Source: an optimization exercise on an open RTL-to-GDS flow (aim: small area, a short achievable clock period and few clock cycles per item). Production flows keep margins and buffers that such runs may drop.
The RTL was checked by simulation tests, not by an equivalence proof against the original design.
No activity file was given, so power comes from the tool's default toggle rates.

<file path="flow/flow/run.sh">
#!/bin/bash
# Layout: the standard ORFS flow (standard.sh, unchanged synthesis and
# steps), with the resizer's setup repair aimed at a shorter clock period
# than the 12 ns constraint, so that the layout's slack, not only its
# legality, is optimised. The constraint file itself is not changed.
set -o pipefail
export SETUP_SLACK_MARGIN=7.8
bash standard.sh > standard.log 2>&1
</file>
<file path="flow/standard.sh">
#!/bin/bash
# synth_recipe.tcl (not shown) runs the flow's synth.tcl, then flattens the netlist and writes it again
# the make line also repeats each setting of config.mk as NAME=value (left out here)
make -C /OpenROAD-flow-scripts/flow DESIGN_CONFIG=/design/flow/config.mk WORK_HOME=/design/flow/orfs CLKGATE_MAP_FILE= SYNTH_SCRIPT=/design/flow/synth_recipe.tcl "${@:-finish}"
</file>
<file path="flow/config.mk">
export PLATFORM = sky130hd
export DESIGN_NAME = fold_compressor
export DESIGN_NICKNAME = fold_compressor
export VERILOG_FILES = /design/flow/design.v
export SDC_FILE = /design/flow/constraint.sdc
export NUM_CORES = 4
export LEC_CHECK = 0
export CAP_MARGIN = 20
export CORE_MARGIN = 2
export CORE_UTILIZATION = 60
export CTS_CLUSTER_DIAMETER = 100
export CTS_CLUSTER_SIZE = 24
export SLEW_MARGIN = 20
export SYNTH_MEMORY_MAX_BITS = 8192
</file>
<file path="flow/constraint.sdc">
create_clock -name core_clock -period 12.0 [get_ports {clk}]
set_input_delay 2.4000 -clock core_clock [delete_from_list [all_inputs] [get_ports {clk}]]
set_output_delay 2.4000 -clock core_clock [all_outputs]
set_load 0.01 [all_outputs]
</file>
<file path="flow/design.v">
module fold_compressor (
    input  wire        clk,
    input  wire        rst,
    input  wire        in_valid,
    output wire        in_ready,
    input  wire [63:0] in_data,
    input  wire        in_compress,
    output wire        out_valid,
    input  wire        out_ready,
    output wire [63:0] out_data,
    output wire        out_last
);
    localparam integer N = 65;
    localparam [2:0] F_ZERO = 3'd0, F_SP8 = 3'd1, F_SP16 = 3'd2,
                     F_SP32 = 3'd3, F_RAW = 3'd4;
    function [8:0] ones_oh;
        input [7:0] x;
        reg   [8:0] e;
        integer j;
        begin
            e = 9'd1;
            for (j = 0; j < 8; j = j + 1)
                if (x[j]) e = {e[7:0], 1'b0};
            ones_oh = e;
        end
    endfunction
    function [3:0] oh2bin;
        input [8:0] e;
        begin
            oh2bin = {e[8], e[4] | e[5] | e[6] | e[7], e[2] | e[3] | e[6] | e[7],
                      e[1] | e[3] | e[5] | e[7]};
        end
    endfunction
    function [34:0] pack4;
        input [3:0]  s;
        input [31:0] d;
        begin
            case (s)
                4'b0000: pack4 = {3'd0, 32'd0};
                4'b0001: pack4 = {3'd1, 24'd0, d[7:0]};
                4'b0010: pack4 = {3'd1, 24'd0, d[15:8]};
                4'b0011: pack4 = {3'd2, 16'd0, d[15:0]};
                4'b0100: pack4 = {3'd1, 24'd0, d[23:16]};
                4'b0101: pack4 = {3'd2, 16'd0, d[23:16], d[7:0]};
                4'b0110: pack4 = {3'd2, 16'd0, d[23:8]};
                4'b0111: pack4 = {3'd3, 8'd0, d[23:0]};
                4'b1000: pack4 = {3'd1, 24'd0, d[31:24]};
                4'b1001: pack4 = {3'd2, 16'd0, d[31:24], d[7:0]};
                4'b1010: pack4 = {3'd2, 16'd0, d[31:24], d[15:8]};
                4'b1011: pack4 = {3'd3, 8'd0, d[31:24], d[15:0]};
                4'b1100: pack4 = {3'd2, 16'd0, d[31:16]};
                4'b1101: pack4 = {3'd3, 8'd0, d[31:16], d[7:0]};
                4'b1110: pack4 = {3'd3, 8'd0, d[31:8]};
                default: pack4 = {3'd4, d};
            endcase
        end
    endfunction
    reg rst_r;
    always @(posedge clk) rst_r <= rst;
    wire rst_h = rst | rst_r;
    reg  [64*N-1:0] ch_d;
    reg  [N-1:0]    ch_v;
    reg  [6:0]      ch_cnt;              
    reg             in_rdy;
    wire            consume;             
    assign in_ready = in_rdy;
    wire in_fire = in_valid && in_rdy && !rst;
    localparam integer NG = (N + 7) / 8;
    wire [N-1:0]  allv;
    wire [NG:0]   grp_all;               
    genvar g;
    generate
        for (g = 0; g <= NG; g = g + 1) begin : g_grp
            if (g == 0) begin : g_top
                assign grp_all[g] = 1'b1;
            end else begin : g_rest
                localparam integer HI = N-1-8*(g-1);
                localparam integer LO = (HI - 7 < 0) ? 0 : HI - 7;
                assign grp_all[g] = grp_all[g-1] & (&ch_v[HI:LO]);
            end
        end
        for (g = 0; g < N; g = g + 1) begin : g_allv
            localparam integer GI  = (N-1-g) / 8;
            localparam integer TOP = N-1-8*GI;
            assign allv[g] = grp_all[GI] & (&ch_v[TOP:g]);
        end
    endgenerate
    wire [N-1:0]    en    = {N{consume}} | ~allv;
    wire [64*N-1:0] ch_up = {ch_d[64*(N-1)-1:0], in_data};    
    wire [N-1:0]    cv_up = {ch_v[N-2:0], in_fire};
    always @(posedge clk) begin : p_chain
        integer s;
        for (s = 0; s < N; s = s + 1)
            if (en[s])
                ch_d[64*s +: 64] <= ch_up[64*s +: 64];
    end
    wire       is_full  = (ch_cnt == N);
    wire       is_nfull = (ch_cnt == N-1);
    wire       full_nx  = !consume && (is_full || (is_nfull && in_fire));
    wire [6:0] cnt_keep = ch_cnt - {6'd0, consume};
    wire [6:0] cnt_inc  = ch_cnt + {6'd0, !consume};
    always @(posedge clk) begin : p_valid
        integer s;
        if (rst_r) begin
            ch_v   <= {N{1'b0}};
            ch_cnt <= 7'd0;
        end else begin
            for (s = 0; s < N; s = s + 1)
                if (en[s])
                    ch_v[s] <= cv_up[s];
            ch_cnt <= in_fire ? cnt_inc : cnt_keep;
        end
        if (rst)
            in_rdy <= 1'b0;
        else if (rst_r)
            in_rdy <= 1'b1;
        else
            in_rdy <= !full_nx;
    end
    reg [8*N-1:0] nzb;
    always @(*) begin : p_nzb
        integer s, b;
        for (s = 0; s < N; s = s + 1)
            for (b = 0; b < 8; b = b + 1)
                nzb[8*s+b] = |ch_d[64*s + 8*b +: 8];
    end
    reg        c_v, c_first, c_last, c_comp;    
    reg [3:0]  c8;
    reg [2:0]  c16;
    reg [1:0]  c32;
    reg [5:0]  wbeat;                    
    reg [9:0]  n8;
    reg [8:0]  n16;
    reg [7:0]  n32;
    reg        comp_blk;
    reg        dec_go;                   
    reg [7:0]  in_f8;
    always @(*) begin : p_inflags
        integer b;
        for (b = 0; b < 8; b = b + 1)
            in_f8[b] = |in_data[8*b +: 8];
    end
    wire [3:0] in_f16 = {in_f8[7] | in_f8[6], in_f8[5] | in_f8[4],
                         in_f8[3] | in_f8[2], in_f8[1] | in_f8[0]};
    wire [1:0] in_f32 = {in_f16[3] | in_f16[2], in_f16[1] | in_f16[0]};
    always @(posedge clk) begin : p_count
        c8      <= oh2bin(ones_oh(in_f8));
        c16     <= oh2bin(ones_oh({4'd0, in_f16}));
        c32     <= {in_f32[1] & in_f32[0], in_f32[1] ^ in_f32[0]};
        c_first <= (wbeat == 6'd0);
        c_last  <= (wbeat == 6'd63);
        c_comp  <= in_compress;
        if (rst_h) begin
            c_v    <= 1'b0;
            dec_go <= 1'b0;
        end else begin
            c_v    <= in_fire;
            dec_go <= c_v && c_last;
        end
        if (rst_r)
            wbeat <= 6'd0;
        else if (in_fire)
            wbeat <= wbeat + 6'd1;
        if (c_v) begin
            n8  <= (c_first ? 10'd0 : n8)  + {6'd0, c8};
            n16 <= (c_first ? 9'd0  : n16) + {6'd0, c16};
            n32 <= (c_first ? 8'd0  : n32) + {6'd0, c32};
            if (c_first)
                comp_blk <= c_comp;
        end
    end
    reg [7:1] fa8, fa16, fa32, any_le, s_oh;
    reg       to8, to16;
    reg [2:0] best_f;
    reg [3:0] best_s;
    always @(*) begin : p_choose
        integer t;
        for (t = 1; t <= 7; t = t + 1) begin
            fa8[t]  = (n8  <= 64*(t-1));
            fa16[t] = (n16 <= 32*t-16);
            fa32[t] = (n32 <= 16*t-4);
            any_le[t] = fa8[t] | fa16[t] | fa32[t];
        end
        s_oh = any_le & ~{any_le[6:1], 1'b0};             
        to8  = |(s_oh & fa8);
        to16 = |(s_oh & fa16);
        best_f = to8 ? F_SP8 : to16 ? F_SP16 : F_SP32;
        best_s = {1'b0, s_oh[4] | s_oh[5] | s_oh[6] | s_oh[7],
                  s_oh[2] | s_oh[3] | s_oh[6] | s_oh[7],
                  s_oh[1] | s_oh[3] | s_oh[5] | s_oh[7]};
        if (n8 == 10'd0) begin
            best_f = F_ZERO; best_s = 4'd0;
        end else if (!comp_blk || !any_le[7]) begin
            best_f = F_RAW;  best_s = 4'd8;
        end
    end
    reg       pend_v;                    
    reg [2:0] pend_f;
    reg [3:0] pend_s;
    reg        ob0_v, ob1_v;
    reg        ob1_free;                 
    reg [63:0] ob0_d, ob1_d;
    reg        ob0_l, ob1_l;
    assign out_valid = ob0_v;
    assign out_data  = ob0_d;
    assign out_last  = ob0_l;
    wire        push_ok = !ob1_v;
    reg         push;
    reg  [63:0] push_d;
    reg         push_l;
    wire        ob0_free = !ob0_v || out_ready;
    always @(posedge clk) begin
        if (rst_h) begin
            ob0_v    <= 1'b0;
            ob1_v    <= 1'b0;
            ob1_free <= 1'b1;
        end else begin
            if (ob0_free) begin
                ob0_v    <= ob1_v || push;
                ob1_v    <= 1'b0;
                ob1_free <= 1'b1;
            end else begin
                ob1_v    <= ob1_v || push;
                ob1_free <= !(ob1_v || push);
            end
        end
        if (ob0_free) begin
            ob0_d <= ob1_v ? ob1_d : push_d;
            ob0_l <= ob1_v ? ob1_l : push_l;
        end
        if (ob1_free) begin
            ob1_d <= push_d;
            ob1_l <= push_l;
        end
    end
    reg         st_idle, st_bmap, st_data, st_disc;
    reg         rd_data;                 
    reg         rd_disc;                 
    reg         bm_lastr;                
    reg         bm_early;                
    reg         cf_sp8, cf_sp16, cf_sp32, cf_raw;    
    reg  [3:0]  cur_s;
    reg  [2:0]  bw;                      
    reg  [6:0]  rcnt;                    
    reg  [6:0]  dcnt;                    
    reg         dc_full;                 
    reg         p_v;                     
    reg  [63:0] p_d;
    reg  [3:0]  p_cnt;
    reg [127:0] queue;                   
    reg  [4:0]  q;
    wire top_full = &ch_v[N-1 -: 64];
    wire head_v   = ch_v[N-1];
    reg [511:0] bm8w;                    
    reg [255:0] bm16w;
    reg [127:0] bm32w;
    reg [63:0]  bm_beat;
    always @(*) begin : p_bmap
        integer w, j, e, st;
        for (w = 0; w < 8; w = w + 1)
            for (j = 0; j < 8; j = j + 1) begin
                st = N-1-(8*w+j)+((w < 2) ? w : 2);
                bm8w[64*w + 8*j +: 8] = nzb[8*st +: 8];
            end
        for (w = 0; w < 4; w = w + 1)
            for (j = 0; j < 16; j = j + 1) begin
                st = N-1-(16*w+j)+((w < 2) ? w : 2);
                for (e = 0; e < 4; e = e + 1)
                    bm16w[64*w + 4*j + e] = nzb[8*st+2*e] | nzb[8*st+2*e+1];
            end
        for (w = 0; w < 2; w = w + 1)
            for (j = 0; j < 32; j = j + 1) begin
                st = N-1-(32*w+j)+w;
                for (e = 0; e < 2; e = e + 1)
                    bm32w[64*w + 2*j + e] = |nzb[8*st+4*e +: 4];
            end
        bm_beat = ({64{cf_sp8}}  & bm8w[64*bw +: 64]) |
                  ({64{cf_sp16}} & bm16w[64*bw[1:0] +: 64]) |
                  ({64{cf_sp32}} & bm32w[64*bw[0] +: 64]);
    end
    wire [63:0] hd  = ch_d[64*(N-1) +: 64];
    wire [7:0]  hf  = nzb[8*(N-1) +: 8];
    wire [7:0]  sel = ({8{cf_sp8}}  & hf) |
                      ({8{cf_sp16}} & {{2{hf[7] | hf[6]}}, {2{hf[5] | hf[4]}},
                                       {2{hf[3] | hf[2]}}, {2{hf[1] | hf[0]}}}) |
                      ({8{cf_sp32}} & {{4{|hf[7:4]}}, {4{|hf[3:0]}}}) |
                      {8{cf_raw}};
    wire [34:0] pk_lo = pack4(sel[3:0], hd[31:0]);
    wire [34:0] pk_hi = pack4(sel[7:4], hd[63:32]);
    reg  [63:0] pk_d;
    always @(*) begin
        case (pk_lo[34:32])
            3'd0:    pk_d = {32'd0, pk_hi[31:0]};
            3'd1:    pk_d = {24'd0, pk_hi[31:0], pk_lo[7:0]};
            3'd2:    pk_d = {16'd0, pk_hi[31:0], pk_lo[15:0]};
            3'd3:    pk_d = {8'd0,  pk_hi[31:0], pk_lo[23:0]};
            default: pk_d = {pk_hi[31:0], pk_lo[31:0]};
        endcase
    end
    wire [3:0]  pk_cnt = {1'b0, pk_lo[34:32]} + {1'b0, pk_hi[34:32]};
    wire        q_lt8  = !q[4] && !q[3];
    wire        ins    = (st_data || st_bmap) && p_v && q_lt8;
    wire [127:0] comb  = queue | (ins ? ({64'd0, p_d} << {q[2:0], 3'b000}) : 128'd0);
    wire [4:0]  tot    = q + (ins ? {1'b0, p_cnt} : 5'd0);
    wire        flush  = st_data && !rd_data && (!p_v || ins);   
    wire        push_q = st_data && push_ok &&
                         (!q_lt8 || tot[3] || (flush && !dc_full));
    wire        data_end = flush && (dc_full || (push_q && push_l));
    wire        hdr_go = st_idle && top_full && push_ok && (pend_v || dec_go);
    wire        bm_end = bm_lastr && push_ok;
    assign consume = head_v && ((rd_data && (!p_v || q_lt8)) || rd_disc ||
                                (st_bmap && push_ok &&
                                 (bm_early || (bm_lastr && (!p_v || q_lt8)))));
    wire [2:0]  hdr_f  = pend_v ? pend_f : best_f;
    wire [3:0]  hdr_s  = pend_v ? pend_s : best_s;
    wire [6:0]  s_beats = {cur_s, 3'b000};
    always @(*) begin
        push   = 1'b0;
        push_d = q_lt8 ? comb[63:0] : queue[63:0];
        push_l = (dcnt == s_beats - 7'd1);
        if (st_idle) begin
            push   = hdr_go;
            push_d = {57'd0, hdr_s, hdr_f};
            push_l = (hdr_f == F_ZERO);
        end else if (st_bmap) begin
            push   = push_ok;
            push_d = bm_beat;
        end else begin
            push   = push_q;
        end
    end
    wire [6:0] rcnt_n   = rcnt + 7'd1;
    wire [6:0] dcnt_n   = dcnt + 7'd1;
    wire       rc_last  = (rcnt == 7'd63);   
    wire       disc_end = st_disc && !rd_disc;
    always @(posedge clk) begin
        if (rst_r) begin
            pend_v   <= 1'b0;
            st_idle  <= 1'b1;
            st_bmap  <= 1'b0;
            st_data  <= 1'b0;
            st_disc  <= 1'b0;
            rd_data  <= 1'b0;
            rd_disc  <= 1'b0;
            bm_lastr <= 1'b0;
            bm_early <= 1'b0;
            p_v      <= 1'b0;
            q        <= 5'd0;
            queue    <= 128'd0;
        end else begin
            pend_v <= (pend_v || dec_go) && !hdr_go;
            if (dec_go) begin
                pend_f <= best_f;
                pend_s <= best_s;
            end
            if (consume && !st_disc)
                p_v <= 1'b1;
            else if (ins)
                p_v <= 1'b0;
            if (push_q) begin
                queue <= q_lt8 ? {64'd0, comb[127:64]} : {64'd0, queue[127:64]};
                q     <= q_lt8 ? (tot[3] ? tot - 5'd8 : 5'd0) : q - 5'd8;
            end else if (ins) begin
                queue <= comb;
                q     <= tot;
            end
            if (hdr_go) begin
                st_idle  <= 1'b0;
                st_bmap  <= (hdr_f == F_SP8) || (hdr_f == F_SP16) || (hdr_f == F_SP32);
                st_data  <= (hdr_f == F_RAW);
                rd_data  <= (hdr_f == F_RAW);
                st_disc  <= (hdr_f == F_ZERO);
                rd_disc  <= (hdr_f == F_ZERO);
                bm_lastr <= 1'b0;
                bm_early <= (hdr_f == F_SP8) || (hdr_f == F_SP16) || (hdr_f == F_SP32);
            end
            if (st_bmap && push_ok) begin
                bm_lastr <= (bw + 3'd1 == (cf_sp8 ? 3'd7 : cf_sp16 ? 3'd3 : 3'd1));
                bm_early <= (bw == 3'd0);
            end
            if (bm_end) begin
                st_bmap  <= 1'b0;
                bm_lastr <= 1'b0;
                bm_early <= 1'b0;
                st_data  <= 1'b1;
                rd_data  <= 1'b1;
            end
            if (consume && rc_last) begin
                rd_data <= 1'b0;
                rd_disc <= 1'b0;
            end
            if (data_end || disc_end) begin
                st_data <= 1'b0;
                st_disc <= 1'b0;
                st_idle <= 1'b1;
            end
        end
        if (consume && !st_disc) begin
            p_d   <= pk_d;
            p_cnt <= pk_cnt;
        end
        if (hdr_go) begin
            cf_sp8  <= (hdr_f == F_SP8);
            cf_sp16 <= (hdr_f == F_SP16);
            cf_sp32 <= (hdr_f == F_SP32);
            cf_raw  <= (hdr_f == F_RAW);
            cur_s   <= hdr_s;
            rcnt    <= 7'd0;
            dcnt    <= 7'd0;
            dc_full <= (hdr_s == 4'd0);
            bw      <= 3'd0;
        end else begin
            if (consume)
                rcnt <= rcnt_n;
            if (push) begin
                dcnt    <= dcnt_n;
                dc_full <= (dcnt_n == s_beats);
            end
            if (st_bmap && push_ok)
                bw <= bw + 3'd1;
        end
    end
endmodule
</file>
==> impl_metrics.csv, run 1 <==
group,metric,value,unit
pwr,power.share.sequential,68.7,%
timing,layout_min_cycle_time,4390,ps
timing,post-route-period-util,36.6,%
detailed_routing,drt-initial-drc-count,12750,
detailed_routing,routed_wl,451000,um
worst_setup_path,path_buf_inv,1,
clock_network,clock_latency,960,ps
yosys,synthTopCellsByArea,"edfxtp_1 79%, nor4_1 3.7%, dfxtp_1 3.0%, nand2_1 1.3%, nor2_1 1.3%",
grt,grt_max_degree,119,
placement,dpl.hpwl,342000,um
worst_setup_path,cp_max_fo,1,
detailed_routing,route.detailed.drc,0,
cells_and_area,fin_nets,9902,
grt,grt_overflow_total,0,
timing,fin_skew,63.5,ps
worst_setup_path,crit_arrival,1990,ps
cells_and_area,fillers,19313,
floorplanning,coreArea,0.277,mm^2
yosys,synth_cells,9561,
cells_and_area,drive_gt1_share,8.60,%
pwr,p_sw_share,19.3,%
pwr,leakage,63.2,nW
worst_setup_path,critPathMaxStageDelay,860,ps
yosys,async_flop_share,0,%
timing,whs,415,ps
timing,fmax,228,MHz
yosys,synth_cell_types,94,
worst_setup_path,worst-setup-path-type,"reg -> out",
cells_and_area,area_growth,8.10,%
pwr,power.switching,5.19,mW
floorplanning,core.rowCount,193,
yosys,syn_area,0.167,mm^2
worst_setup_path,critical_path_required,9600,ps
timing,rsz0062_at_grt,"yes",
floorplanning,top_level_ports,136,
detailed_routing,avgViaCountPerCell,6.68,
clock_network,clockBufferDepth,4,
pwr,irDropWorstVdd,0.121,mV
yosys,synth_area_per_cell,17.5,um^2
floorplanning,initial_core_util,60.3,%
pwr,power_frac_comb,0.6,%
grt,grt_usage,31.5,%
grt,antenna_found_initial,31,
outcome,status,"no timing/DRC/antenna violations",
timing,hold_viol,0,
timing,report.final.slew_viol_count,0,
pwr,internal_power,21.7,mW
clock_network,cts.hold.buffers_added,0,
timing,setup_viol,0,
placement,place_area,0.174,mm^2
worst_setup_path,path_cells,"buf_6",
clock_network,clk_pin_slew_worst_paths,100,ps
yosys,synth_ff_type,"edfxtp_1",
timing,max_slew.worst_pin.slew,1380,ps
clock_network,clock-root-buffer,"clkbuf_16",
yosys,ys_ff_latch,4650,
pwr,p_per_area,149,mW/mm^2
yosys,syn_nets,9671,
worst_setup_path,worst_setup_path_start_kind,"flop",
pwr,clock_power_share,30.7,%
worst_setup_path,rrSetupSlack,7670,ps
grt,first_global_vias,87665,
min_path,min_path_type,"reg -> reg",
detailed_routing,num_vias,90776,
yosys,synth_warnings,1,
timing,tns,0,ps
cells_and_area,finalInstanceArea,0.181,mm^2
pwr,power,26.9,mW
detailed_routing,wl_per_cell,33.2,um
detailed_routing,drtAntennaViolNets,0,
yosys,ys_seq_area_share,82.1,%
worst_setup_path,end_kind,"output port",
worst_setup_path,slowest_stage,"edfxtp_1",
floorplanning,die_area,0.283,mm^2
placement,gp_congestion,1.05,
yosys,netlist.area_leader.share,79.1,%
floorplanning,die_w,532,um
cells_and_area,final_util,65.2,%
worst_setup_path,cpLargestDelayFamily,"flip-flops",
clock_network,clock-sinks,4650,
grt,grt_pass1_wl,624000,um
clock_network,cts_buffers,220,
yosys,yosys.area.top_type,"edfxtp_1",
timing,slew_headroom,7.35,%
detailed_routing,drtPass1Iterations,11,
run,drv_cap,0,
placement,io_buffers,135,
yosys,synth.most_common_cell,"edfxtp_1",
clock_network,cts_htree_levels,4,
yosys,yosys-top-cells-count,"4401 x edfxtp_1, 983 x nor4_1, 577 x nand2_1",
floorplanning,die_h,532,um
clock_network,cts_tree,"done",
yosys,synth_edf_count,4401,
cell type report:
type / instances / area, um^2 / area share [%]
clock inverters: 22 / 279 / 0.155
well taps: 3705 / 4640 / 2.57
inverters: 113 / 464 / 0.257
clock buffers: 279 / 5820 / 3.23
multi-input cells: 4489 / 29300 / 16.2
repair buffers: 318 / 2820 / 1.56
diodes: 14 / 35.0 / 0.0194
flip-flops and latches: 4650 / 137000 / 76.0
metal layers:
metal	vias to the layer above	global-route usage, %	routed length, um
met1	46217	40.4	164000
met2	4540	49.6	211000
met3	934	8.29	47300
li1	39075	-	-
met4	10	16.7	29300
met5	-	0	69
power by group through the flow:
stage               clock network, mW  logic (mW)  registers [mW]
global route                     8.89       0.177            18.6
CTS                              8.38       0.163            18.5
global placement                    0       0.159            18.8
floorplan                           0      0.0882            18.8
finish                           8.27       0.165            18.5
detailed placement                  0       0.161            18.9
registers in the layout, summed over array words and instances, names as in the netlist, 4 cells and up:
register and flops:
dcnt 7, p_cnt 4, ch_d 4160, q 5, ob0_d 64, rcnt 7
cur_s 4, ob1_d 64, c8 4, pend_s 4, p_d 64, ch_v 65
ch_cnt 7, n16 9, n32 8, n8 10, wbeat 6, queue 120
cells in the final DEF (no fill, tap or decap), drive strengths merged, types with 41 or more instances in the layout:
| cell | count |
|---|---|
| nor3 | 175 |
| nor4 | 996 |
| nand2 | 577 |
| mux4 | 64 |
| a211oi | 115 |
| a221oi | 56 |
| nor2 | 570 |
| nand4 | 133 |
| dlygate4sd2 | 44 |
| mux2i | 89 |
| edfxtp | 4401 |
| buf | 198 |
| o21ai | 172 |
| clkbuf | 280 |
| or4 | 71 |
| nand3 | 219 |
| o211ai | 97 |
| a21o | 59 |
| clkdlybuf4s50 | 49 |
| o22ai | 41 |
| mux2 | 101 |
| a21oi | 267 |
| dfxtp | 249 |
| inv | 118 |
| a31oi | 54 |
logic make-up (layout without fill, tap and decap cells):
group                      after synthesis  in the layout  synth area share (%)
DFF                                   4650           4650                  82.1
muxes                                  254            254                  2.08
buffers and inverters                  427            732                 0.993
xor gates and xnor gates                53             53                 0.278
AOI/OAI and AO/OA                     1236           1236                  5.15
adders and majority gates               43             43                 0.346
and+or+nand+nor                       2898           2903                  9.02
other                                    0             14                     0
per-stage QoR:
stage | instances | setup slack [ps]
final | 13590 | 7610
after CTS | 13550 | 7700
after global routing | 13579 | 7680
after detailed placement | 13234 | 6110
after global placement | 13232 | 6100
after floorplan | 9561 | 5300
timing repair:
action                                  4_1_cts  5_1_grt
resized for setup                           177       74
gates cloned                                  6        0
setup buffers                                 9       25
endpoints found under the setup margin      701      686
pin swaps                                    14       33
hold endpoints to repair                      0        0
worst paths after layout:
check              from      endpoint  depth (start not counted)
max           ob0_d[25]  out_data[25]                          1
min          ch_d[2286]    ch_d[2350]                          0
max reg2reg       bw[1]     ob0_d[24]                          7
min reg2reg  ch_d[2286]    ch_d[2350]                          0
Testbench counts, summed over its fixed seeds: cycles 27,607, items 384.
==> inputs of run 2 (changes only) <==
--- a/flow/design.v
+++ b/flow/design.v
@@ -201,4 +201,4 @@
     reg        ob1_free;                 
-    reg [63:0] ob0_d, ob1_d;
-    reg        ob0_l, ob1_l;
+    reg [63:0] ob0_d, oh_d, ob1_d;
+    reg        ob0_l, oh_l, ob1_l;
     assign out_valid = ob0_v;
@@ -211,2 +211,4 @@
     wire        ob0_free = !ob0_v || out_ready;
+    wire [63:0] ob_nd    = ob1_v ? ob1_d : push_d;
+    wire        ob_nl    = ob1_v ? ob1_l : push_l;
     always @(posedge clk) begin
@@ -226,6 +228,6 @@
         end
-        if (ob0_free) begin
-            ob0_d <= ob1_v ? ob1_d : push_d;
-            ob0_l <= ob1_v ? ob1_l : push_l;
-        end
+        ob0_d <= ob0_free ? ob_nd : oh_d;
+        ob0_l <= ob0_free ? ob_nl : oh_l;
+        oh_d  <= ob0_free ? ob_nd : ob0_d;
+        oh_l  <= ob0_free ? ob_nl : ob0_l;
         if (ob1_free) begin
--- a/flow/flow/run.sh
+++ b/flow/flow/run.sh
@@ -6,3 +6,3 @@
 set -o pipefail
-export SETUP_SLACK_MARGIN=7.8
+export SETUP_SLACK_MARGIN=8.3
 bash standard.sh > standard.log 2>&1
--- a/flow/config.mk
+++ b/flow/config.mk
@@ -7,3 +7,3 @@
 export LEC_CHECK = 0
-export CAP_MARGIN = 20
+export CAP_MARGIN = 50
 export CORE_MARGIN = 2
@@ -12,3 +12,3 @@
 export CTS_CLUSTER_SIZE = 24
-export SLEW_MARGIN = 20
+export SLEW_MARGIN = 30
 export SYNTH_MEMORY_MAX_BITS = 8192
==> impl_metrics.csv, run 2 <==
group,metric,value,unit
grt,grt_max_degree,73,
timing,hold_viol,0,
yosys,synth.most_common_cell,"edfxtp_1",
min_path,min_from,"c_comp",
pwr,power.switching,5.30,mW
timing,rsz0062_at_grt,"yes",
cells_and_area,fillers,18940,
grt,antenna_found_initial,33,
worst_setup_path,end_kind,"output port",
cells_and_area,final_cells,14333,
worst_setup_path,critPathMaxStageDelay,520,ps
grt,first_global_vias,91352,
grt,use_met2,51.5,%
yosys,synth_cells,9884,
floorplanning,die_w,535,um
cells_and_area,mostFrequentLayoutCells,"4336 x edfxtp_1, 851 x nor4_1, 710 x nor2_1",
detailed_routing,drtPass1Iterations,10,
clock_network,cts_buffers,222,
floorplanning,core.rowCount,194,
pwr,p_per_area,145,mW/mm^2
timing,setup_viol,0,
worst_setup_path,worst_setup_path_start_kind,"flop",
detailed_routing,routed_wl,471000,um
min_path,hold_path_depth,0,
grt,grt-busiest-layer,"met2",
cells_and_area,registers.top_by_ff_count,"ch_d",
pwr,internal_power,22.0,mW
worst_setup_path,worst-setup-path-type,"reg -> out",
timing,layout_min_cycle_time,3990,ps
worst_setup_path,path_cells,"buf_6",
placement,dpl.hpwl,357000,um
timing,fin_skew,50.8,ps
clock_network,clk_pin_slew_worst_paths,100,ps
pwr,leakage,67.9,nW
detailed_routing,avgViaCountPerCell,6.63,
timing,slew_headroom,33.7,%
detailed_routing,drt-initial-drc-count,13148,
timing,tns,0,ps
cells_and_area,fin_nets,10602,
yosys,synth_edf_count,4336,
placement,io_buffers,135,
pwr,clock_power_share,30.8,%
yosys,async_flop_share,0,%
worst_setup_path,rr_worst_depth,8,
worst_setup_path,cp_max_fo,2,
floorplanning,coreArea,0.280,mm^2
floorplanning,initial_core_util,60.4,%
grt,grt_overflow_total,0,
worst_setup_path,slowest_stage,"dfxtp_4",
floorplanning,die_area,0.286,mm^2
grt,grt_pass1_wl,650000,um
detailed_routing,drtAntennaViolNets,0,
floorplanning,die_h,535,um
pwr,irDropWorstVdd,0.120,mV
detailed_routing,num_vias,95018,
worst_setup_path,crit_arrival,1590,ps
placement,dp.cells,13777,
worst_setup_path,cpLargestDelayFamily,"flip-flops",
yosys,syn_nets,9994,
clock_network,cts_tree,"done",
worst_setup_path,cp.depth,1,
outcome,status,"no timing/DRC/antenna violations",
yosys,synthTopCellsByArea,"edfxtp_1 77%, dfxtp_1 4.5%, nor4_1 3.3%, nor2_1 1.6%, nand2_1 1.2%",
timing,post-route-period-util,33.2,%
clock_network,clock-sinks,4715,
worst_setup_path,cp-startpoint,"ob0_d[55]",
detailed_routing,route.detailed.drc,0,
placement,gp_congestion,1.06,
cells_and_area,largest_reg_flops,4160,
cells_and_area,top_regs,"ch_d: 4160 flops, queue: 120 flops, ch_v: 65 flops",
grt,use_met3,8.50,%
worst_setup_path,critical_path_required,9600,ps
detailed_routing,wl_per_cell,32.8,um
min_path,min_path_type,"reg -> reg",
cells_and_area,drive_gt1_share,13.6,%
yosys,synth_warnings,1,
grt,grt_usage,32.5,%
worst_setup_path,path_buf_inv,1,
cells_and_area,final_common_cell,"edfxtp_1",
clock_network,clockBufferDepth,4,
clock_network,clock-root-buffer,"clkbuf_16",
timing,report.final.slew_viol_count,0,
yosys,ys_ff_latch,4715,
yosys,netlist.area_leader.share,77.1,%
timing,max_slew.worst_pin.slew,994,ps
clock_network,clock_latency,960,ps
clock_network,cts_htree_levels,4,
pwr,p_sw_share,19.5,%
worst_setup_path,reg2reg_from,"bw[1]",
grt,use_met1,41.5,%
pwr,power.share.sequential,68.6,%
floorplanning,top_level_ports,136,
pwr,power_frac_comb,0.7,%
yosys,synth_cell_types,102,
yosys,synth_ff_type,"edfxtp_1",
cells_and_area,area_growth,11.4,%
run,drv_cap,0,
timing,fmax,251,MHz
yosys,yosys-top-cells-count,"4336 x edfxtp_1, 896 x nor4_1, 735 x nor2_1",
yosys,synth_area_per_cell,17.1,um^2
yosys,yosys.area.top_type,"edfxtp_1",
yosys,syn_area,0.169,mm^2
yosys,ys_seq_area_share,81.6,%
run 2: cell types whose count changed in the layout (fill, tap and decap cells not counted), moves of 62 or more:
cell      delta
buf_6       +88
edfxtp_1    -65
nor2_1     +146
buf_16      +62
buf_4      +167
nor4_1     -102
or4_1       +68
run 2: what timing repair did:
item	CTS	global route
buffers inserted	80	96
setup endpoints to repair	3589	1219
gates cloned	5	7
hold buffers	0	0
resized for setup	686	147
pin swaps	57	57
run 2: cell type report:
type	instances	area, um^2	share of cell area [%]
Sequential cell	4715	138000	73.4
Multi-Input combinational cell	4721	31300	16.6
Timing Repair Buffer	715	7380	3.92
Clock buffer	310	5930	3.15
Tap cell	3724	4660	2.48
Inverter	117	539	0.287
Clock inverter	22	282	0.150
Antenna cell	9	22.5	0.0120
run 2: cell families after synthesis:
| logic type | after synthesis | share of synthesized area, % |
|---|---|---|
| compound gates | 1332 | 5.49 |
| xor+xnor | 51 | 0.264 |
| fa+ha+maj | 41 | 0.330 |
| buf+inv | 455 | 1.02 |
| flops | 4715 | 81.6 |
| mux | 246 | 2.02 |
| simple gates | 3044 | 9.29 |
run 2: worst paths after layout:
kind | slack [ps] | endpoint
max | 8010 | out_data[55]
min | 410 | comp_blk
max reg2reg | 8210 | ob0_d[45]
min reg2reg | 410 | comp_blk
run 2: stage by stage:
stage | setup slack, ps | total power, mW | util [%] | hold slack [ps] | area [um^2]
2_1_floorplan | 6590 | 19.0 | - | 386 | 169000
3_3_place_gp | 6310 | 19.2 | 62.7 | 390 | 175000
3_5_place_dp | 6530 | 19.3 | 63.8 | 390 | 178000
5_1_grt | 7970 | 28.0 | 67.3 | 426 | 188000
6_report | 8010 | 27.3 | 67.3 | 410 | 188000
4_1_cts | 7980 | 27.4 | 66.6 | 412 | 186000
run 2: per-layer routing:
metal  wire, um  part of all wire (%)  up-vias
met5         92                 0.020        -
li1           -                     -    40753
met2     219000                    47     4852
met4      31800                   6.7       14
met1     170000                    36    48356
met3      49400                    11     1043
run 2: power groups by stage:
stage	logic, mW	registers [mW]	clock network [mW]
finish	0.180	18.7	8.39
global route	0.192	18.8	9.01
CTS	0.177	18.7	8.48
detailed placement	0.174	19.1	0
global placement	0.161	19.0	0
floorplan	0.0877	18.9	0
Testbench counts of run 2, summed over its fixed seeds: cycles 27,607, items 384.
==> inputs of run 3 (changes only) <==
--- a/flow/design.v
+++ b/flow/design.v
@@ -263,3 +263,3 @@
             for (j = 0; j < 8; j = j + 1) begin
-                st = N-1-(8*w+j)+((w < 2) ? w : 2);
+                st = N-1-(8*w+j)+((w < 3) ? w : 3);
                 bm8w[64*w + 8*j +: 8] = nzb[8*st +: 8];
@@ -268,3 +268,3 @@
             for (j = 0; j < 16; j = j + 1) begin
-                st = N-1-(16*w+j)+((w < 2) ? w : 2);
+                st = N-1-(16*w+j)+((w < 3) ? w : 3);
                 for (e = 0; e < 4; e = e + 1)
@@ -302,15 +302,15 @@
     wire [3:0]  pk_cnt = {1'b0, pk_lo[34:32]} + {1'b0, pk_hi[34:32]};
-    wire        q_lt8  = !q[4] && !q[3];
-    wire        ins    = (st_data || st_bmap) && p_v && q_lt8;
-    wire [127:0] comb  = queue | (ins ? ({64'd0, p_d} << {q[2:0], 3'b000}) : 128'd0);
-    wire [4:0]  tot    = q + (ins ? {1'b0, p_cnt} : 5'd0);
+    wire [4:0]  q_room = q + {1'b0, p_cnt};
+    wire        ins    = (st_data || st_bmap) && p_v && !(q_room[4] && |q_room[3:0]);
+    wire [127:0] comb  = queue | (ins ? ({64'd0, p_d} << {q[3:0], 3'b000}) : 128'd0);
+    wire [4:0]  tot    = ins ? q_room : q;
+    wire        tot8   = tot[4] || tot[3];
     wire        flush  = st_data && !rd_data && (!p_v || ins);   
-    wire        push_q = st_data && push_ok &&
-                         (!q_lt8 || tot[3] || (flush && !dc_full));
+    wire        push_q = st_data && push_ok && (tot8 || (flush && !dc_full));
     wire        data_end = flush && (dc_full || (push_q && push_l));
+    wire        p_free = !p_v || ins;
     wire        hdr_go = st_idle && top_full && push_ok && (pend_v || dec_go);
     wire        bm_end = bm_lastr && push_ok;
-    assign consume = head_v && ((rd_data && (!p_v || q_lt8)) || rd_disc ||
-                                (st_bmap && push_ok &&
-                                 (bm_early || (bm_lastr && (!p_v || q_lt8)))));
+    assign consume = head_v && ((rd_data && p_free) || rd_disc ||
+                                (st_bmap && push_ok && (bm_early || (bm_lastr && p_free))));
     wire [2:0]  hdr_f  = pend_v ? pend_f : best_f;
@@ -320,3 +320,3 @@
         push   = 1'b0;
-        push_d = q_lt8 ? comb[63:0] : queue[63:0];
+        push_d = comb[63:0];
         push_l = (dcnt == s_beats - 7'd1);
@@ -362,4 +362,4 @@
             if (push_q) begin
-                queue <= q_lt8 ? {64'd0, comb[127:64]} : {64'd0, queue[127:64]};
-                q     <= q_lt8 ? (tot[3] ? tot - 5'd8 : 5'd0) : q - 5'd8;
+                queue <= {64'd0, comb[127:64]};
+                q     <= tot8 ? tot - 5'd8 : 5'd0;
             end else if (ins) begin
@@ -380,3 +380,3 @@
                 bm_lastr <= (bw + 3'd1 == (cf_sp8 ? 3'd7 : cf_sp16 ? 3'd3 : 3'd1));
-                bm_early <= (bw == 3'd0);
+                bm_early <= (bw < 3'd2);
             end
--- a/flow/config.mk
+++ b/flow/config.mk
@@ -7,3 +7,3 @@
 export LEC_CHECK = 0
-export CAP_MARGIN = 50
+export CAP_MARGIN = 20
 export CORE_MARGIN = 2
@@ -12,3 +12,3 @@
 export CTS_CLUSTER_SIZE = 24
-export SLEW_MARGIN = 30
+export SLEW_MARGIN = 20
 export SYNTH_MEMORY_MAX_BITS = 8192
==> impl_metrics.csv, run 3 <==
group,metric,value,unit
outcome,status,"failed layout checks",
outcome,so_faults,"capacitance limit, slew limit",
detailed_routing,avgViaCountPerCell,6.96,
cells_and_area,fillers,18373,
floorplanning,initial_core_util,60.3,%
placement,gp_congestion,1.07,
yosys,synth_warnings,1,
worst_setup_path,worst-setup-path-type,"reg -> reg",
grt,use_met3,9.34,%
placement,place_ws,6270,ps
min_path,min_path_type,"reg -> reg",
worst_setup_path,cp_max_fo,10,
cells_and_area,fin_nets,10890,
yosys,netlist.area_leader.share,76.6,%
cells_and_area,final_common_cell,"edfxtp_1",
yosys,synth.most_common_cell,"edfxtp_1",
min_path,min_to,"comp_blk",
cells_and_area,largest_reg_flops,4160,
detailed_routing,wl_per_cell,37.9,um
clock_network,clockBufferDepth,4,
placement,dpl.hpwl,354000,um
detailed_routing,route.detailed.drc,0,
timing,rsz0062_at_grt,"yes",
min_path,hold_path_depth,0,
worst_setup_path,end_kind,"flop",
clock_network,cts_buffers,222,
floorplanning,die_h,536,um
clock_network,cts_tree,"done",
worst_setup_path,crit_arrival,4880,ps
yosys,synth_edf_count,4336,
yosys,syn_area,0.170,mm^2
yosys,yosys-top-cells-count,"4336 x edfxtp_1, 860 x nor4_1, 567 x nand2_1",
yosys,yosys.area.top_type,"edfxtp_1",
timing,fin_skew,59.1,ps
yosys,async_flop_share,0,%
timing,max_slew.worst_pin.slew,1690,ps
yosys,syn_nets,10090,
cells_and_area,register_area,0.138,mm^2
timing,slew_headroom,-13.1,%
grt,grt_pass1_wl,694000,um
yosys,synth_area_per_cell,17.0,um^2
cells_and_area,registers.top_by_ff_count,"ch_d",
clock_network,clk_pin_slew_worst_paths,100,ps
timing,fmax,240,MHz
grt,grt_max_degree,96,
timing,setup_ws,7840,ps
yosys,synth_cells,9984,
clock_network,clock-sinks,4723,
timing,post-route-period-util,34.7,%
timing,layout_min_cycle_time,4160,ps
worst_setup_path,critical_path_required,12720,ps
detailed_routing,drtPass1Iterations,10,
cells_and_area,top_regs,"ch_d: 4160 flops, queue: 128 flops, ch_v: 65 flops",
cells_and_area,drive_gt1_share,15.9,%
grt,first_global_vias,94145,
cells_and_area,multiInputGateArea,0.0350,mm^2
grt,grt_usage,35.2,%
worst_setup_path,worst_setup_path_start_kind,"flop",
pwr,irDropWorstVdd,0.149,mV
clock_network,cts_htree_levels,4,
floorplanning,die_w,536,um
yosys,ys_seq_area_share,81.1,%
detailed_routing,num_vias,101933,
timing,tns,0,ps
grt,use_met1,43.1,%
clock_network,clock-root-buffer,"clkbuf_16",
clock_network,clock_latency,980,ps
worst_setup_path,rrSetupSlack,7840,ps
timing,report.final.slew_viol_count,8,
detailed_routing,drt-initial-drc-count,15995,
floorplanning,coreArea,0.282,mm^2
yosys,synth_ff_type,"edfxtp_1",
worst_setup_path,regToRegEndpoint,"ch_d[2703]",
floorplanning,top_level_ports,136,
grt,antenna_found_initial,51,
yosys,synthTopCellsByArea,"edfxtp_1 77%, dfxtp_1 4.6%, nor4_1 3.2%, nand2_1 1.3%, nor2_1 1.1%",
clock_network,cts.hold.buffers_added,0,
detailed_routing,drtAntennaViolNets,0,
worst_setup_path,reg2reg_from,"ch_v[60]",
grt,grt-busiest-layer,"met2",
grt,use_met2,56.6,%
floorplanning,core.rowCount,195,
placement,io_buffers,135,
yosys,ys_ff_latch,4723,
timing,setup_viol,0,
cells_and_area,area_growth,15.0,%
timing,hold_viol,0,
pwr,p_per_area,140,mW/mm^2
cells_and_area,mostFrequentLayoutCells,"4336 x edfxtp_1, 777 x nor4_1, 540 x nand2_1",
worst_setup_path,rr_worst_depth,10,
pwr,leakage,69.8,nW
floorplanning,die_area,0.288,mm^2
detailed_routing,routed_wl,555000,um
yosys,synth_cell_types,92,
run,drv_cap,2,
min_path,min_from,"c_comp",
grt,grt_overflow_total,0,
[run 3: logic make-up (layout without fill, tap and decap cells)]
family / after synthesis / count (layout) / share of synthesized area (%)
AOI/OAI and AO/OA: 1456 / 1457 / 5.97
buffers and inverters: 471 / 1249 / 1.06
other: 0 / 33 / 0
xor gates and xnor gates: 58 / 58 / 0.299
DFF: 4723 / 4723 / 81.1
and+or+nand+nor: 3030 / 3142 / 9.45
adders and majority gates: 38 / 38 / 0.300
muxes: 208 / 208 / 1.77
[run 3: report_power, final]
group	switching (mW)	internal [mW]
registers	0.309	18.4
logic	0.107	0.0712
clock network	4.93	3.50
total	5.35	22.0
[run 3: timing repair]
item / CTS / global route
endpoints found under the setup margin: 4778 / 4003
gates cloned: 77 / 157
buffers inserted: 188 / 201
endpoints found under the hold margin: 0 / 0
gates resized for setup: 895 / 477
pin swaps: 106 / 108
[run 3: per-layer routing]
metal  routed length, um  vias up
met2              265000     6400
met1              177000    51641
met5                 134        -
met3               60900     1590
met4               51800       20
li1                    -    42282
[run 3: worst max-delay path by stage]
stage	from	end
4_1_cts	ob0_d[50]	out_data[50]
5_1_grt	p_cnt[0]	ch_d[2704]
3_5_place_dp	q[1]	ch_d[1712]
3_3_place_gp	q[1]	ch_d[1712]
6_report	ch_v[60]	ch_d[2703]
2_1_floorplan	q[1]	ch_d[1664]
[run 3: final cells by class]
| cell class | count | area share [%] |
|---|---|---|
| antenna | 33 | 0.0422 |
| tap | 3743 | 2.40 |
| timing repair inverter | 1 | 0.0102 |
| inverter | 117 | 0.271 |
| multi-input combinational | 4903 | 17.9 |
| timing repair buffer | 816 | 5.56 |
| sequential | 4723 | 70.7 |
| clock inverter | 19 | 0.130 |
| clock buffer | 296 | 3.02 |
[run 3: stage by stage]
stage | cells | util [%] | power, mW | area [um^2] | hold slack, ps
6_report | 14651 | 69.3 | 27.3 | 196000 | 417
5_1_grt | 14624 | 69.3 | 28.0 | 195000 | 428
4_1_cts | 14259 | 67.0 | 27.4 | 189000 | 419
3_5_place_dp | 13679 | 62.8 | 19.3 | 177000 | 391
3_3_place_gp | 13668 | 62.7 | 19.2 | 177000 | 391
2_1_floorplan | 9984 | - | 19.1 | 171000 | 386
[run 3: worst max-delay path, cell delays in order, from the launching register on]
cell and delay, ps:
dfxtp_4 590, nand3_1 210, or4_4 610, nor2_2 720, inv_1 440, nor4_4 440
clkbuf_16 230, buf_8 100, nand4_1 150, buf_12 230, clkbuf_16 200
Testbench counts of run 3, summed over its fixed seeds: cycles 27,352, items 384.
==> inputs of run 4 (changes only) <==
--- a/flow/config.mk
+++ b/flow/config.mk
@@ -7,3 +7,3 @@
 export LEC_CHECK = 0
-export CAP_MARGIN = 20
+export CAP_MARGIN = 30
 export CORE_MARGIN = 2
==> impl_metrics.csv, run 4 <==
group,metric,value,unit
outcome,status,"no timing/DRC/antenna violations",
worst_setup_path,critical_path_required,12680,ps
pwr,leakage,67.6,nW
grt,grt_max_degree,96,
clock_network,clk_pin_slew_worst_paths,90,ps
clock_network,clockBufferDepth,4,
timing,hold_viol,0,
grt,antenna_found_initial,47,
detailed_routing,routed_wl,509000,um
placement,io_buffers,135,
worst_setup_path,cp_max_fo,32,
cells_and_area,top_regs,"ch_d: 4160 flops, queue: 128 flops, ch_v: 65 flops",
cells_and_area,mostFrequentLayoutCells,"4336 x edfxtp_1, 784 x nor4_1, 539 x nand2_1",
grt,grt_pass1_wl,678000,um
clock_network,cts.hold.buffers_added,0,
yosys,synth_xor_area_share,0.299,%
clock_network,cts_tree,"done",
cells_and_area,largest_reg_flops,4160,
floorplanning,top_level_ports,136,
worst_setup_path,rrSetupSlack,7990,ps
yosys,synth_edf_count,4336,
worst_setup_path,worst_setup_path_start_kind,"flop",
timing,max_slew.worst_pin.slew,1290,ps
cells_and_area,final_cells,14379,
yosys,synth-compound-area-share,5.97,%
placement,dp.cells,13704,
floorplanning,core.rowCount,195,
detailed_routing,num_vias,98809,
clock_network,clock-sinks,4723,
cells_and_area,registers.top_by_ff_count,"ch_d",
yosys,async_flop_share,0,%
placement,dpl.hpwl,354000,um
timing,setup_viol,0,
yosys,yosys.area_share.adder,0.300,%
floorplanning,coreArea,0.282,mm^2
clock_network,cts_buffers,222,
grt,grt_overflow_total,0,
worst_setup_path,worst-setup-path-type,"reg -> reg",
yosys,ys_seq_area_share,81.1,%
min_path,min_to,"comp_blk",
floorplanning,die_w,536,um
placement,gp_congestion,1.07,
yosys,synthSimpleGateAreaFrac,9.45,%
timing,post-route-period-util,33.5,%
yosys,synth_top_family_by_area,"simple AND/OR/NAND/NOR gates",
timing,fin_skew,70.1,ps
pwr,irDropWorstVdd,0.154,mV
detailed_routing,drtPass1Iterations,10,
pwr,p_per_area,143,mW/mm^2
floorplanning,initial_core_util,60.3,%
yosys,synth_cell_types,92,
timing,slew_headroom,13.9,%
timing,rsz0062_at_grt,"yes",
yosys,syn_nets,10090,
timing,layout_min_cycle_time,4010,ps
cells_and_area,area_growth,12.0,%
min_path,hold_path_depth,0,
yosys,synth_mux_area_share,1.77,%
timing,tns,0,ps
cells_and_area,drive_gt1_share,13.6,%
cells_and_area,final_common_cell,"edfxtp_1",
detailed_routing,drt-initial-drc-count,14901,
yosys,yosys-top-cells-count,"4336 x edfxtp_1, 860 x nor4_1, 567 x nand2_1",
yosys,syn_area,0.170,mm^2
yosys,yosys.area.top_type,"edfxtp_1",
detailed_routing,drtAntennaViolNets,0,
run,drv_cap,0,
cells_and_area,fillers,18915,
yosys,synth_ff_type,"edfxtp_1",
yosys,synth_warnings,1,
yosys,ys_ff_latch,4723,
detailed_routing,avgViaCountPerCell,6.87,
yosys,netlist.area_leader.share,76.6,%
clock_network,cts_htree_levels,4,
min_path,min_path_type,"reg -> reg",
floorplanning,die_h,536,um
yosys,synth_area_per_cell,17.0,um^2
min_path,min_from,"c_comp",
timing,whs,417,ps
clock_network,clock_latency,990,ps
clock_network,clock-root-buffer,"clkbuf_16",
worst_setup_path,end_kind,"flop",
timing,fmax,249,MHz
detailed_routing,wl_per_cell,35.4,um
detailed_routing,route.detailed.drc,0,
grt,first_global_vias,93599,
cells_and_area,fin_nets,10638,
worst_setup_path,crit_arrival,4690,ps
worst_setup_path,rr_worst_depth,20,
worst_setup_path,reg2reg_from,"p_cnt[0]",
grt,grt_usage,34.1,%
floorplanning,die_area,0.288,mm^2
yosys,synthTopCellsByArea,"edfxtp_1 77%, dfxtp_1 4.6%, nor4_1 3.2%, nand2_1 1.3%, nor2_1 1.1%",
yosys,synth.most_common_cell,"edfxtp_1",
timing,report.final.slew_viol_count,0,
yosys,synth_cells,9984,
worst_setup_path,regToRegEndpoint,"ch_d[2736]",
-- run 4: cells by family (layout without fill, tap and decap cells) --
family,Yosys count,after routing
flip-flops,4723,4723
other,0,17
AO/OA/AOI/OAI,1456,1457
multiplexers,208,208
adder cells (fa/ha/maj),38,38
AND/OR/NAND/NOR,3030,3082
buffers and inverters,471,1053
XOR/XNOR,58,58
-- run 4: timing repair --
action / in CTS / in global routing
setup buffers: 132 / 102
cloned: 53 / 46
gates resized for setup: 810 / 257
pin swaps: 95 / 98
setup endpoints to repair: 4767 / 3752
-- run 4: layout make-up --
cell class	count	area (um^2)	area share, %
Clock inverter	17	208	0.109
Tap cell	3743	4680	2.46
Multi-Input combinational cell	4843	33700	17.7
Sequential cell	4723	138000	72.5
Timing Repair inverter	3	52.6	0.0276
Timing Repair Buffer	622	7110	3.74
Antenna cell	17	42.5	0.0223
Clock buffer	294	5930	3.11
Inverter	117	531	0.279
-- run 4: worst max-delay path by stage --
stage / from / endpoint / slack (ps) / cells past startpoint
finish: p_cnt[0] / ch_d[2736] / 7990 / 20
global route: p_cnt[0] / ch_d[2789] / 7890 / 17
CTS: q[0] / ch_cnt[6] / 7900 / 22
detailed placement: p_cnt[0] / ch_d[1712] / 6290 / 14
global placement: q[1] / ch_d[1712] / 6370 / 12
floorplan: q[1] / ch_d[1664] / 5990 / 13
-- run 4: where the power goes --
part           internal, mW  switching, mW  leakage [nW]
Combinational        0.0714          0.105          13.8
Clock                  3.49           4.89          2.97
Sequential             18.4          0.302          50.8
Total                  22.0           5.30          67.6
-- run 4: per-stage QoR --
| step | power, mW | cell area [um^2] | setup WS [ps] | util, % |
|---|---|---|---|---|
| after floorplan | 19.1 | 171000 | 5990 | - |
| after global placement | 19.2 | 177000 | 6370 | 62.7 |
| after detailed placement | 19.3 | 177000 | 6290 | 62.9 |
| after CTS | 27.4 | 188000 | 7900 | 66.5 |
| after global routing | 27.9 | 190000 | 7890 | 67.5 |
| final | 27.3 | 190000 | 7990 | 67.5 |
-- run 4: layer usage --
layer	vias to the layer above	track usage [%]	wire length (um)
li1	41609	-	-
met1	50289	42.9	175000
met2	5628	54.3	242000
met3	1257	8.61	54200
met4	26	19.5	37200
met5	-	0.905	612
-- run 4: critical path, cell delays in order (launching register included) --
cell,delay (ps)
edfxtp_1,350
ha_2,200
inv_2,40
fa_2,420
xnor2_4,220
nor3b_2,90
mux2i_2,220
a31o_4,260
a21oi_4,80
buf_12,150
o21ai_4,190
clkinv_4,120
buf_4,170
buf_12,140
nor4_4,170
buf_6,170
buf_12,100
buf_8,110
nand4_1,100
buf_6,180
clkbuf_16,200
==> inputs of run 5 (changes only) <==
--- a/flow/config.mk
+++ b/flow/config.mk
@@ -7,3 +7,3 @@
 export LEC_CHECK = 0
-export CAP_MARGIN = 30
+export CAP_MARGIN = 50
 export CORE_MARGIN = 2
@@ -12,3 +12,3 @@
 export CTS_CLUSTER_SIZE = 24
-export SLEW_MARGIN = 20
+export SLEW_MARGIN = 30
 export SYNTH_MEMORY_MAX_BITS = 8192
==> impl_metrics.csv, run 5 <==
group,metric,value,unit
outcome,status,"no timing/DRC/antenna violations",
worst_setup_path,end_kind,"flop",
timing,rsz0062_at_grt,"yes",
placement,dpl.hpwl,358000,um
yosys,synth_cells,9984,
worst_setup_path,crit_arrival,4720,ps
floorplanning,top_level_ports,136,
clock_network,cts.hold.buffers_added,0,
worst_setup_path,cpLargestDelayFamily,"simple AND/OR/NAND/NOR gates",
placement,io_buffers,135,
clock_network,clock-root-buffer,"clkbuf_16",
timing,hold_viol,0,
yosys,synthTopCellsByArea,"edfxtp_1 77%, dfxtp_1 4.6%, nor4_1 3.2%, nand2_1 1.3%, nor2_1 1.1%",
pwr,power.share.sequential,68.5,%
yosys,syn_area,0.170,mm^2
yosys,synth.most_common_cell,"edfxtp_1",
worst_setup_path,worst-setup-path-type,"reg -> reg",
pwr,p_per_area,137,mW/mm^2
pwr,clock_power_share,30.9,%
detailed_routing,routed_wl,535000,um
timing,layout_min_cycle_time,4000,ps
timing,post-route-period-util,33.4,%
min_path,min_path_type,"reg -> reg",
pwr,irDropWorstVdd,0.144,mV
yosys,netlist.area_leader.share,76.6,%
run,drv_cap,0,
detailed_routing,avgViaCountPerCell,6.81,
timing,fmax,250,MHz
timing,setup_viol,0,
clock_network,clockBufferDepth,4,
pwr,power.switching,5.35,mW
yosys,synth_mux_area_share,1.77,%
yosys,async_flop_share,0,%
pwr,leakage,73.3,nW
cells_and_area,largest_reg_flops,4160,
timing,whs,419,ps
yosys,ys_ff_latch,4723,
yosys,synth_area_per_cell,17.0,um^2
worst_setup_path,worst_setup_path_start_kind,"flop",
cells_and_area,register_area,0.138,mm^2
timing,max_slew.worst_pin.slew,972,ps
clock_network,clk_pin_slew_worst_paths,100,ps
detailed_routing,drtAntennaViolNets,0,
worst_setup_path,critical_path_required,12720,ps
grt,grt-busiest-layer,"met2",
cells_and_area,fillers,17851,
floorplanning,die_h,536,um
yosys,yosys-top-cells-count,"4336 x edfxtp_1, 860 x nor4_1, 567 x nand2_1",
yosys,synth_ff_type,"edfxtp_1",
grt,antenna_found_initial,41,
worst_setup_path,path_buf_inv,6,
yosys,syn_nets,10090,
min_path,hold_path_depth,0,
cells_and_area,area_growth,17.6,%
cells_and_area,final_common_cell,"edfxtp_1",
yosys,synthSimpleGateAreaFrac,9.45,%
clock_network,clock-sinks,4723,
yosys,synth_warnings,1,
pwr,p_sw_share,19.5,%
floorplanning,die_w,536,um
yosys,synth_xor_area_share,0.299,%
yosys,synth_top_family_by_area,"simple AND/OR/NAND/NOR gates",
timing,slew_headroom,34.4,%
cells_and_area,top_regs,"ch_d: 4160 flops, queue: 128 flops, ch_v: 65 flops",
pwr,internal_power,22.0,mW
min_path,min_from,"ch_d[46]",
worst_setup_path,rr_worst_depth,12,
pwr,power_frac_comb,0.7,%
yosys,synth_edf_count,4336,
worst_setup_path,slowest_stage,"dfxtp_1",
grt,grt_overflow_total,0,
yosys,yosys.area_share.adder,0.300,%
cells_and_area,fin_nets,11321,
worst_setup_path,critPathMaxStageDelay,550,ps
cells_and_area,mostFrequentLayoutCells,"4336 x edfxtp_1, 799 x nor4_1, 540 x nand2_1",
floorplanning,die_area,0.288,mm^2
cells_and_area,registers.top_by_ff_count,"ch_d",
floorplanning,initial_core_util,60.3,%
worst_setup_path,reg2reg_from,"ch_v[44]",
clock_network,clock_latency,980,ps
floorplanning,core.rowCount,195,
placement,gp_congestion,1.07,
grt,use_met1,42.6,%
grt,grt_usage,33.9,%
detailed_routing,wl_per_cell,35.5,um
yosys,synth_cell_types,92,
timing,report.final.slew_viol_count,0,
timing,fin_skew,73.1,ps
floorplanning,coreArea,0.282,mm^2
grt,grt_max_degree,96,
clock_network,cts_htree_levels,4,
grt,first_global_vias,94650,
grt,use_met3,8.52,%
clock_network,cts_buffers,222,
worst_setup_path,cp_max_fo,14,
detailed_routing,drtPass1Iterations,11,
detailed_routing,num_vias,102564,
grt,use_met2,54.4,%
yosys,synth-compound-area-share,5.97,%
yosys,ys_seq_area_share,81.1,%
cells_and_area,drive_gt1_share,18.2,%
yosys,yosys.area.top_type,"edfxtp_1",
min_path,min_to,"ch_d[110]",
worst_setup_path,regToRegEndpoint,"ch_d[19]",
worst_setup_path,path_cells,"and4_4 > nand4_1 > nor4_2 > clkbuf_8 > and4_4 > buf_8 > and3_4 > buf_12 > nand4_1 > buf_4 > clkbuf_16 > buf_16",
timing,tns,0,ps
detailed_routing,drt-initial-drc-count,15386,
grt,grt_pass1_wl,676000,um
pwr,power,27.4,mW
clock_network,cts_tree,"done",
worst_setup_path,rrSetupSlack,8000,ps
detailed_routing,route.detailed.drc,0,
cells_and_area,multiInputGateArea,0.0329,mm^2
-- run 5: worst max-delay path by stage --
stage	start	to	cells after the start
2_1_floorplan	q[1]	ch_d[1664]	13
3_3_place_gp	q[1]	ch_d[1712]	12
3_5_place_dp	rst	ch_cnt[6]	15
4_1_cts	p_cnt[0]	ch_cnt[6]	22
5_1_grt	p_cnt[0]	ch_cnt[6]	23
6_report	ch_v[44]	ch_d[19]	12
-- run 5: power by group through the flow --
stage	Sequential, mW	Clock, mW	Combinational [mW]
after global routing	18.8	9.01	0.194
after detailed placement	19.1	0	0.178
after CTS	18.7	8.48	0.179
after floorplan	19.0	0	0.0911
after global placement	19.1	0	0.170
final	18.7	8.45	0.184
-- run 5: cells by family after synthesis --
logic type | after synthesis
flip-flops | 4723
adder cells (fa/ha/maj) | 38
AO/OA/AOI/OAI | 1456
multiplexers | 208
buffers and inverters | 471
XOR/XNOR | 58
AND/OR/NAND/NOR | 3030
-- run 5: area by class of cell --
type                            instances  share of cell area [%]
Clock inverter                         19                   0.117
Clock buffer                          294                    2.99
Tap cell                             3743                    2.34
Antenna cell                           19                  0.0238
Multi-Input combinational cell       4817                    16.5
Timing Repair Buffer                 1331                    8.70
Sequential cell                      4723                    69.1
Inverter                              117                   0.257
Timing Repair inverter                  3                  0.0250
-- run 5: what timing repair did --
item	in CTS	in global routing
gates cloned	71	225
resized for setup	725	368
pin swaps	66	87
buffers inserted	186	326
endpoints found under the setup margin	4442	3464
endpoints found under the hold margin	0	0
-- run 5: layer usage --
metal	up-vias	share of wire, %	routed length [um]
met5	-	0.055	296
met4	16	7.9	42400
met3	1446	10	55900
met2	5993	48	258000
met1	52096	33	178000
li1	43013	-	-
-- run 5: stage by stage --
step                      cells  utilization [%]  instance area [um^2]  worst slack (ps)
after global placement    13668             62.7                177000              6370
after global routing      15052             70.9                200000              7910
after detailed placement  13883             63.8                180000              6740
final                     15066             70.9                200000              8000
after floorplan            9984                -                171000              5990
after CTS                 14453             67.7                191000              7990

==> static timing again, ports no longer ideal <==
In the flow no input, the clock included, has a driving cell. The finished layouts below were timed again as built, in two steps.
Step 1 (the two cells are an assumption about what drives the block):
set clk [get_ports {clk}]
set_driving_cell -lib_cell sky130_fd_sc_hd__clkbuf_16 $clk
set_driving_cell -lib_cell sky130_fd_sc_hd__buf_2 [delete_from_list [all_inputs] $clk]
Step 2 adds t to the input delays and takes it off the output delays; t is the mean of the earliest and latest rising clock arrival at the registers after step 1. Input paths then give back, and output paths get back, about the clock's delay inside the block.
Slacks: ideal / step 1 / step 2; pairs: ideal / step 1.
| run | t, ns | setup slack, ns | slew at the worst register clock pin (ns) |
|---|---|---|---|
| run 1 | 1.028 | 7.610 / 7.511 / 6.973 | 0.11 / 0.11 |
| run 2 | 1.033 | 8.011 / 7.914 / 7.234 | 0.11 / 0.11 |
| run 3 | 1.058 | 7.840 / 7.840 / 7.014 | 0.11 / 0.11 |
| run 4 | 1.051 | 7.986 / 7.986 / 7.128 | 0.12 / 0.12 |
| run 5 | 1.046 | 7.998 / 7.998 / 7.056 | 0.11 / 0.11 |
For run 5, which loses most, drivers alone change the setup slack by 0.000 ns; drivers and shift together by -0.942 ns.
